This is an optimization exercise on Yosys and OpenROAD, whose aim is small area, not a production implementation.
Power is estimated from default activity; no workload was simulated.

// drover
module drover (
    input  logic        clk,
    input  logic        rst,             
    input  logic [6:0]  cfg_last,
    input  logic [6:0]  cfg_wrap_top,
    input  logic [6:0]  cfg_wrap_bottom,
    input  logic [5:0]  cfg_drive_count,   
    input  logic [3:0]  cfg_fix_count,     
    input  logic [2:0]  cfg_cue_count,     
    input  logic [5:0]  cfg_sense_count,   
    input  logic [3:0]  cfg_cue_pat1,
    input  logic [3:0]  cfg_cue_pat2,
    input  logic [3:0]  cfg_cue_pat3,
    input  logic [3:0]  cfg_dwell_n,
    input  logic        cfg_in_dir,
    input  logic        cfg_out_dir,
    input  logic [5:0]  cfg_in_frame,      
    input  logic [5:0]  cfg_out_frame,     
    input  logic        cfg_autopush,
    input  logic        cfg_autopull,
    input  logic [3:0]  cfg_frame,
    input  logic [15:0] cfg_edge_arm,      
    input  logic        cfg_bad_safe,
    input  logic [17:0] cfg_xpre,
    input  logic [17:0] cfg_ypre,
    input  logic [17:0] cfg_tper,
    input  logic [1:0]  ctrl,
    input  logic        wr_en,
    input  logic [2:0]  wr_word,
    input  logic [17:0] wr_data,
    input  logic [2:0]  rd_word,
    input  logic        rd_sched,
    output logic [17:0] rd_data,
    output logic [6:0]  imem_addr,
    input  logic [17:0] imem_data,
    input  logic [31:0] sense,
    input  logic        test_pin,
    output logic [31:0] drive_lvl,
    output logic [31:0] drive_oe,
    output logic [7:0]  fix_lvl,
    output logic [7:0]  fix_oe,
    output logic [3:0]  cue_lvl,
    output logic [3:0]  cue_oe,
    output logic        safe,
    output logic [1:0]  state,
    output logic [3:0]  cause,
    output logic [7:0]  flags,
    output logic [17:0] rx_overrun
);
For scale: about 3900 cells after synthesis, ~440 flip-flops, ~0.029 mm2 of cells after synthesis.
==> flow/config.mk <==
export PLATFORM = sky130hd
export DESIGN_NAME = drover
export DESIGN_NICKNAME = drover
export VERILOG_FILES = /design/flow/design.v
export SDC_FILE = /design/flow/constraint.sdc
export NUM_CORES = 4
export LEC_CHECK = 0
export ABC_AREA = 1
export CAP_MARGIN = 20
export CORE_MARGIN = 2
export CORE_UTILIZATION = 35
export CTS_BUF_LIST = sky130_fd_sc_hd__clkbuf_4
export PLACE_DENSITY = 0.55
export SETUP_SLACK_MARGIN = 0.3
export SLEW_MARGIN = 20
==> flow/constraint.sdc <==
create_clock -name core_clock -period 12.0 [get_ports {clk}]
set_input_delay 2.4000 -clock core_clock [delete_from_list [all_inputs] [get_ports {clk}]]
set_output_delay 2.4000 -clock core_clock [all_outputs]
set_load 0.01 [all_outputs]
standard.sh (not shown) runs the stock make flow with config.mk's settings and CLKGATE_MAP_FILE= SYNTH_SCRIPT=/design/flow/synth_recipe.tcl, a recipe that flattens the netlist after the stock synthesis.
==> flow/flow/run.sh <==
#!/bin/bash
# The standard layout (standard.sh), with two changes:
#  - synthesis maps the logic with an area-oriented ABC script
#    (flow/abc_area.script) in place of ORFS's; the registers are the
#    standard synthesis's, and flow/regnames.py gives the few that the
#    standard synthesis names by number (those that drive ports) the same
#    names, pairing them by the net they drive;
#  - the port buffers are the smallest buffer, buf_1.
# Each tool's output goes to a log of its own in this folder.
set -euo pipefail
R="$PWD/orfs/results/$FLOW_PLATFORM/drover/base"

# 1. the standard synthesis, kept for its register names
bash standard.sh synth > synth_standard.log 2>&1
cp "$R/1_2_yosys.v" standard_1_2_yosys.v

# 2. the same synthesis with the area-oriented ABC script
rm -rf synth_scripts
cp -r "$FLOW_HOME/scripts" synth_scripts
cp flow/abc_area.script synth_scripts/abc_area.script
rm -f "$R/1_2_yosys.v" "$R/1_2_yosys.sdc" "$R/1_synth.odb" "$R/1_synth.sdc"
bash standard.sh SCRIPTS_DIR="$PWD/synth_scripts" synth > synth_area.log 2>&1
cp "$R/1_2_yosys.v" area_1_2_yosys.v

# 3. the standard synthesis's register names; if the registers cannot be
#    paired, lay out the standard synthesis instead
if python3 flow/regnames.py standard_1_2_yosys.v area_1_2_yosys.v named_1_2_yosys.v > regnames.log 2>&1; then
  cp named_1_2_yosys.v "$R/1_2_yosys.v"
else
  cp standard_1_2_yosys.v "$R/1_2_yosys.v"
fi
touch "$R/1_2_yosys.v"

# 4. the rest of the standard layout
bash standard.sh BUFFER_PORTS_ARGS="-buffer_cell sky130_fd_sc_hd__buf_1" > layout.log 2>&1
Other scripts of this flow, unchanged in this note and not shown: flow/flow/abc_area.script, flow/flow/regnames.py
The first run finished with negative setup slack left.
Rerun with:
Settings changed: SETUP_SLACK_MARGIN 0.3 to unset.
=>
- The changed run ran to the end with violations: negative setup slack
- combinational power drops by a few percent
- clock-buffer cell count climbs by 1
- utilization drops by 0.78 points
- cell count drops slightly
- total power drops slightly
- sequential power stays flat
- design area drops slightly
- non-clock buffer count drops by 63
- clock skew drops by 0.014 ns
- first-iteration DRC count drops by a few percent
Function was not checked in any run of this note: the RTL went through the layout flow alone.

[separate check: timing with driven ports]
The results above use ideal ports. As a check the final layouts listed here were re-extracted and re-timed, cells and wires unchanged. Step 1 (the two cells are an assumption about what drives the block):
set clk [get_ports {clk}]
set_driving_cell -lib_cell sky130_fd_sc_hd__clkbuf_16 $clk
set_driving_cell -lib_cell sky130_fd_sc_hd__buf_2 [delete_from_list [all_inputs] $clk]
Step 2 adds t to the input delays and takes it off the output delays; t is the mean of the earliest and latest rising clock arrival at the registers after step 1. Input paths then give back, and output paths get back, about the clock's delay inside the block. a / b / c = no drivers / after step 1 / after step 2; a / b = the first two.
| run | shift t [ns] | slack for setup (ns) | worst register clock-pin slew, ns | worst data-port slew with drivers (ns) | pins driven straight from the clock port |
|---|---|---|---|---|---|
| the first run | 1.089 | -0.217 / -0.191 / -1.280 | 0.08 / 0.08 | 0.07 | 1 |
| the second run | 1.066 | -0.037 / 0.009 / -1.057 | 0.08 / 0.08 | 0.08 | 1 |
The setup slack of the first run, which loses most, moves by +0.026 ns with the drivers and by -1.063 ns with both steps.
